Source: an optimization exercise on an open RTL-to-GDS flow (aim: small area, a short achievable clock period and few clock cycles). Production flows keep margins and buffers that such runs may drop.
In this exercise RTL edits were held to simulation tests only and were not proved equivalent to the original.
Power is estimated from default activity; no workload was simulated.

Setup of v33:
==> flow/design.v <==
module angle_step (
    input  wire        clk,
    input  wire        rst,         
    input  wire        cfg_we,
    input  wire [4:0]  cfg_k,
    input  wire        s_valid,
    output wire        s_ready,
    input  wire [63:0] s_time,      
    input  wire [63:0] s_pos,       
    output wire        r_valid,
    input  wire        r_ready,
    output wire [31:0] r_angle,     
    output wire [63:0] r_time,      
    output wire [31:0] late_cnt,
    output wire [31:0] ovs_cnt,
    output wire        idle
);
    localparam [63:0] LATE_TICKS = 64'd24_000_000;   
    localparam [63:0] MIN_GAP    = 64'd12_000;       
    localparam [2:0] S_IDLE = 3'd0,
                     S_LOOP = 3'd1,
                     S_RND  = 3'd2,
                     S_FIN  = 3'd3,
                     S_RUN  = 3'd4;
    reg [2:0]   state;
    reg         c_q;                
    reg [4:0]   k;
    reg         have_prev;
    reg         hw_valid;
    reg         last_valid;
    reg         out_v;
    reg         prep;               
    reg [5:0]   cnt;                
    reg         late_f, ovs_f;      
    reg [63:0]  t_b, p_b;           
    reg [63:0]  hs;                 
    reg [63:0]  dq;                 
    reg [63:0]  x;                  
    reg [63:0]  d;                  
    reg [63:0]  qb;
    reg [63:0]  ra, rb;
    reg [63:0]  tc;                 
    reg [63:0]  last_tc;            
    reg [31:0]  ang;
    reg [31:0]  late_r, ovs_r;
    wire [4:0]  sh   = 5'd0 - k;                        
    wire [63:0] unit = 64'd1 << sh;                     
    wire [63:0] lo   = unit - 64'd1;                    
    wire st_idle = (state == S_IDLE);
    wire st_loop = (state == S_LOOP) && !prep;
    wire st_prep = (state == S_LOOP) && prep;
    wire st_rnd  = (state == S_RND);
    wire st_fin  = (state == S_FIN);
    wire st_run  = (state == S_RUN);
    wire [63:0] pb_al = p_b & ~lo;
    wire        use_n = hw_valid && ($signed(hs) > $signed(p_b));
    wire [63:0] base  = use_n ? hs : pb_al;
    wire        act   = $signed(base) < $signed(s_pos & ~lo);
    wire [63:0] inc_in = st_idle ? base : hs;
    wire [63:0] inc_o  = ((inc_in | lo) + 64'd1) & ~lo;   
    assign s_ready = st_idle && !cfg_we;
    wire accept = s_valid && s_ready;
    wire        b    = dq[63];
    wire [66:0] a_a  = st_loop ? {2'b0, ra, 1'b0} : {3'b0, ra};
    wire [66:0] a_b  = st_loop ? (b ? {3'b0, x} : 67'd0) :
                       st_rnd  ? {4'b0, d[63:1]} :
                       (st_fin || st_run) ? {3'b0, rb} : 67'd0;
    wire [66:0] a_c1 = {3'b0, d};
    wire [66:0] pa   = a_a + a_b;
    wire [66:0] pa1  = pa - a_c1;
    wire [66:0] pa2  = pa - {2'b0, d, 1'b0};
    wire [66:0] b_a  = (state == S_LOOP) ? {2'b0, rb, 1'b0} : st_idle ? {3'b0, s_time} :
                       {3'b0, tc};
    wire [66:0] b_b  = st_loop ? (b ? {3'b0, unit} : 67'd0) :
                       st_fin  ? {3'b0, dq} :
                       st_run  ? {3'b0, qb} : 67'd0;
    wire        cr   = !pa1[66];                        
    wire        b_ci = (st_fin || st_run) && c_q;
    wire [67:0] pbw  = {b_a, b_ci} + {b_b, b_ci};
    wire [66:0] pb   = pbw[67:1];
    wire [66:0] b_c1 = (state == S_LOOP) ? {3'b0, d} : {3'b0, last_tc};
    wire [66:0] b_c2 = st_loop ? {2'b0, d, 1'b0} : {3'b0, t_b};
    wire [66:0] pb1  = pb - b_c1;
    wire [66:0] pb2  = pb - b_c2;
    wire        later = s_time > t_b;
    wire        ca2  = !pa2[66], ca1 = !pa1[66];
    wire        cb2  = !pb2[66], cb1 = !pb1[66];
    wire        ca_lo = ca1 && !ca2, cb_lo = cb1 && !cb2;
    wire [62:0] dq_p1 = dq[62:0] + 63'd1;               
    wire [63:0] qb_p1 = qb + 64'd1;
    wire [62:0] dq_hi = ca2 ? dq_p1 : dq[62:0];
    wire [63:0] qb_hi = cb2 ? qb_p1 : qb;
    wire [63:0] nm1 = (dq[63:32] == 32'd0) ? {dq[31:0], 32'd0}  : dq;
    wire [63:0] nm2 = (nm1[63:48] == 16'd0) ? {nm1[47:0], 16'd0} : nm1;
    wire [63:0] nm3 = (nm2[63:56] == 8'd0)  ? {nm2[55:0], 8'd0}  : nm2;
    wire [63:0] nm4 = (nm3[63:60] == 4'd0)  ? {nm3[59:0], 4'd0}  : nm3;
    wire [63:0] nm5 = (nm4[63:62] == 2'd0)  ? {nm4[61:0], 2'd0}  : nm4;
    wire [63:0] nm6 = (nm5[63] == 1'b0)     ? {nm5[62:0], 1'b0}  : nm5;
    wire [5:0]  nlz = {dq[63:32] == 32'd0, nm1[63:48] == 16'd0, nm2[63:56] == 8'd0,
                       nm3[63:60] == 4'd0, nm4[63:62] == 2'd0, nm5[63] == 1'b0};
    wire        res_now   = !late_f && !ovs_f;
    wire        late_nx   = (pb2[63:0] != 64'd0) && (pb2[63:0] < (64'd0 - LATE_TICKS));
    wire        gap_small = (pb1[63:0] < MIN_GAP);
    wire        inc_small = ({1'b0, qb} + {64'd0, c_q}) < {1'b0, MIN_GAP};
    wire        ovs_nx    = (st_run && res_now) ? inc_small : (last_valid && gap_small);
    wire        last_st = (hs == pb_al);
    wire        can_go  = !out_v || r_ready;
    wire        cnt_up  = can_go && st_run && !res_now;
    wire [31:0] cnt_in  = late_f ? late_r : ovs_r;
    wire [31:0] cnt_inc = cnt_in + 32'd1;
    wire        cnt_sat = (cnt_in == 32'hFFFF_FFFF);
    assign idle     = st_idle && !out_v;
    assign r_valid  = out_v;
    assign r_angle  = ang;
    assign r_time   = last_tc;
    assign late_cnt = late_r;
    assign ovs_cnt  = ovs_r;
    always @(posedge clk) begin
        if (rst) begin
            state      <= S_IDLE;
            k          <= 5'd10;
            have_prev  <= 1'b0;
            hw_valid   <= 1'b0;
            last_valid <= 1'b0;
            out_v      <= 1'b0;
            late_r     <= 32'd0;
            ovs_r      <= 32'd0;
        end else begin
            if (out_v && r_ready)
                out_v <= 1'b0;
            if (cnt_up && !cnt_sat) begin
                if (late_f)
                    late_r <= cnt_inc;
                else
                    ovs_r  <= cnt_inc;
            end
            case (state)
            S_IDLE: begin
                if (cfg_we) begin
                    if (cfg_k >= 5'd6 && cfg_k <= 5'd16)
                        k <= cfg_k;
                    hw_valid   <= 1'b0;
                    last_valid <= 1'b0;
                end else if (accept) begin
                    if (!have_prev || later) begin
                        have_prev <= 1'b1;
                        t_b       <= s_time;
                        p_b       <= s_pos;
                    end
                    if (have_prev && later && act) begin
                        dq       <= pb2[63:0];
                        ra       <= s_pos;          
                        d        <= p_b;            
                        rb       <= inc_o[63:1];
                        tc       <= t_b;
                        hs       <= inc_o;
                        hw_valid <= 1'b1;
                        qb       <= 64'd0;
                        prep     <= 1'b1;
                        state    <= S_LOOP;
                    end
                end
            end
            S_LOOP: begin
                if (prep) begin
                    x    <= pb1[63:0];
                    d    <= pa1[63:0];
                    ra   <= 64'd0;
                    rb   <= 64'd0;
                    dq   <= nm6;
                    cnt  <= nlz;
                    prep <= 1'b0;
                end else begin
                    ra  <= ca2 ? pa2[63:0] : ca1 ? pa1[63:0] : pa[63:0];
                    rb  <= cb2 ? pb2[63:0] : cb1 ? pb1[63:0] : pb[63:0];
                    dq  <= {dq_hi, ca_lo};
                    qb  <= {qb_hi[62:0], cb_lo};
                    cnt <= cnt + 6'd1;
                    if (cnt == 6'd63)
                        state <= S_RND;
                end
            end
            S_RND: begin
                ra     <= cr ? pa1[63:0] : pa[63:0];
                c_q    <= cr;
                state  <= S_FIN;
            end
            S_FIN: begin
                ra     <= cr ? pa1[63:0] : pa[63:0];
                c_q    <= cr;
                tc     <= pb[63:0];
                late_f <= late_nx;
                ovs_f  <= ovs_nx;
                state  <= S_RUN;
            end
            S_RUN: begin
                if (can_go) begin
                    if (res_now) begin
                        out_v      <= 1'b1;
                        last_valid <= 1'b1;
                        last_tc    <= tc;
                        ang        <= hs[31:0];
                    end
                    ra     <= cr ? pa1[63:0] : pa[63:0];
                    c_q    <= cr;
                    tc     <= pb[63:0];
                    late_f <= late_nx;
                    ovs_f  <= ovs_nx;
                    if (last_st)
                        state <= S_IDLE;
                    else
                        hs <= inc_o;
                end
            end
            default: state <= S_IDLE;
            endcase
        end
    end
endmodule
Settings: LEC_CHECK=0, CAP_MARGIN=20, CORE_MARGIN=2, CORE_UTILIZATION=40, CTS_BUF_LIST=sky130_fd_sc_hd__clkbuf_4 sky130_fd_sc_hd__clkbuf_8, PLACE_DENSITY=0.6, SLEW_MARGIN=20; clock period 14.0 ns.
run.sh (not shown) runs the stock make flow with config.mk's settings and CLKGATE_MAP_FILE= SYNTH_SCRIPT=/design/flow/synth_recipe.tcl, a recipe that flattens the netlist after the stock synthesis.
Testbench counts of v33, summed over its fixed seeds: cycles 96,340.
[inputs] v1 vs v33
--- a/flow/design.v
+++ b/flow/design.v
@@ -33,7 +33,7 @@
     reg [5:0]   cnt;                
     reg         late_f, ovs_f;      
     reg [63:0]  t_b, p_b;           
-    reg [63:0]  hs;                 
+    reg [63:16] hs;                 
     reg [63:0]  dq;                 
     reg [63:0]  x;                  
     reg [63:0]  d;                  
@@ -41,11 +41,25 @@
     reg [63:0]  ra, rb;
     reg [63:0]  tc;                 
     reg [63:0]  last_tc;            
-    reg [31:0]  ang;
+    reg [31:16] ang;
     reg [31:0]  late_r, ovs_r;
-    wire [4:0]  sh   = 5'd0 - k;                        
-    wire [63:0] unit = 64'd1 << sh;                     
-    wire [63:0] lo   = unit - 64'd1;                    
+    wire [63:0] unit, lo;
+    genvar gi;
+    generate
+        for (gi = 0; gi < 64; gi = gi + 1) begin : g_unit
+            if (gi < 16) begin : g_lo
+                assign unit[gi] = 1'b0;
+                assign lo[gi]   = 1'b1;
+            end else if (gi <= 26) begin : g_mid
+                assign unit[gi] = (k == 32 - gi);
+                assign lo[gi]   = (k < 32 - gi);
+            end else begin : g_hi
+                assign unit[gi] = 1'b0;
+                assign lo[gi]   = 1'b0;
+            end
+        end
+    endgenerate
+    wire [63:0] hs64 = {hs, 16'd0};
     wire st_idle = (state == S_IDLE);
     wire st_loop = (state == S_LOOP) && !prep;
     wire st_prep = (state == S_LOOP) && prep;
@@ -53,10 +67,10 @@
     wire st_fin  = (state == S_FIN);
     wire st_run  = (state == S_RUN);
     wire [63:0] pb_al = p_b & ~lo;
-    wire        use_n = hw_valid && ($signed(hs) > $signed(p_b));
-    wire [63:0] base  = use_n ? hs : pb_al;
+    wire        use_n = hw_valid && ($signed(hs64) > $signed(p_b));
+    wire [63:0] base  = use_n ? hs64 : pb_al;
     wire        act   = $signed(base) < $signed(s_pos & ~lo);
-    wire [63:0] inc_in = st_idle ? base : hs;
+    wire [63:0] inc_in = st_idle ? base : hs64;
     wire [63:0] inc_o  = ((inc_in | lo) + 64'd1) & ~lo;   
     assign s_ready = st_idle && !cfg_we;
     wire accept = s_valid && s_ready;
@@ -101,9 +115,9 @@
     wire        res_now   = !late_f && !ovs_f;
     wire        late_nx   = (pb2[63:0] != 64'd0) && (pb2[63:0] < (64'd0 - LATE_TICKS));
     wire        gap_small = (pb1[63:0] < MIN_GAP);
-    wire        inc_small = ({1'b0, qb} + {64'd0, c_q}) < {1'b0, MIN_GAP};
+    wire        inc_small = c_q ? (qb < MIN_GAP - 64'd1) : (qb < MIN_GAP);
     wire        ovs_nx    = (st_run && res_now) ? inc_small : (last_valid && gap_small);
-    wire        last_st = (hs == pb_al);
+    wire        last_st = (hs64 == pb_al);
     wire        can_go  = !out_v || r_ready;
     wire        cnt_up  = can_go && st_run && !res_now;
     wire [31:0] cnt_in  = late_f ? late_r : ovs_r;
@@ -111,7 +125,7 @@
     wire        cnt_sat = (cnt_in == 32'hFFFF_FFFF);
     assign idle     = st_idle && !out_v;
     assign r_valid  = out_v;
-    assign r_angle  = ang;
+    assign r_angle  = {ang, 16'd0};
     assign r_time   = last_tc;
     assign late_cnt = late_r;
     assign ovs_cnt  = ovs_r;
@@ -153,7 +167,7 @@
                         d        <= p_b;            
                         rb       <= inc_o[63:1];
                         tc       <= t_b;
-                        hs       <= inc_o;
+                        hs       <= inc_o[63:16];
                         hw_valid <= 1'b1;
                         qb       <= 64'd0;
                         prep     <= 1'b1;
@@ -199,7 +213,7 @@
                         out_v      <= 1'b1;
                         last_valid <= 1'b1;
                         last_tc    <= tc;
-                        ang        <= hs[31:0];
+                        ang        <= hs[31:16];
                     end
                     ra     <= cr ? pa1[63:0] : pa[63:0];
                     c_q    <= cr;
@@ -209,7 +223,7 @@
                     if (last_st)
                         state <= S_IDLE;
                     else
-                        hs <= inc_o;
+                        hs <= inc_o[63:16];
                 end
             end
             default: state <= S_IDLE;
Notes after the runs:
[v1 vs v33] clock sink total: lower in v1. The power number comes out lower for v33 vs v1. Summary of the comparison: wire length on met3 is higher in v1, relative to v33. From v33 to v1 the numbers moved as follows: delay of the slowest cell on the worst path now smaller, detailed-route vias per instance now sits lower. v1 ended up with combinational cells as its group drawing the most power; v33 ended up with clock. On signed area change from the synthesized netlist to the final layout, v33 and v1 are neck and neck.
Testbench counts of v1, summed over its fixed seeds: cycles 96,340.

static timing again, ports no longer ideal:
The results above use ideal ports. As a check the final layouts listed here were re-extracted and re-timed, cells and wires unchanged.
Step 1 (the two cells are an assumption about what drives the block):
set clk [get_ports {clk}]
set_driving_cell -lib_cell sky130_fd_sc_hd__clkbuf_16 $clk
set_driving_cell -lib_cell sky130_fd_sc_hd__buf_2 [delete_from_list [all_inputs] $clk]
Step 2 adds t to the input delays and takes it off the output delays; t is the mean of the earliest and latest rising clock arrival at the registers after step 1. Input paths then give back, and output paths get back, about the clock's delay inside the block.
a / b / c = ideal ports / drivers / drivers and shift; a / b = the first two.
run | t, ns | slack for setup (ns) | latest minus earliest clock arrival (ns)
v33 | 1.034 | 2.177 / 2.177 / 1.618 | 0.071 / 0.070
v1 | 1.028 | 2.379 / 2.379 / 1.825 | 0.064 / 0.065
After both steps every run listed still meets setup and hold. For v33, which loses most, drivers alone change the setup slack by 0.000 ns; drivers and shift together by -0.559 ns.
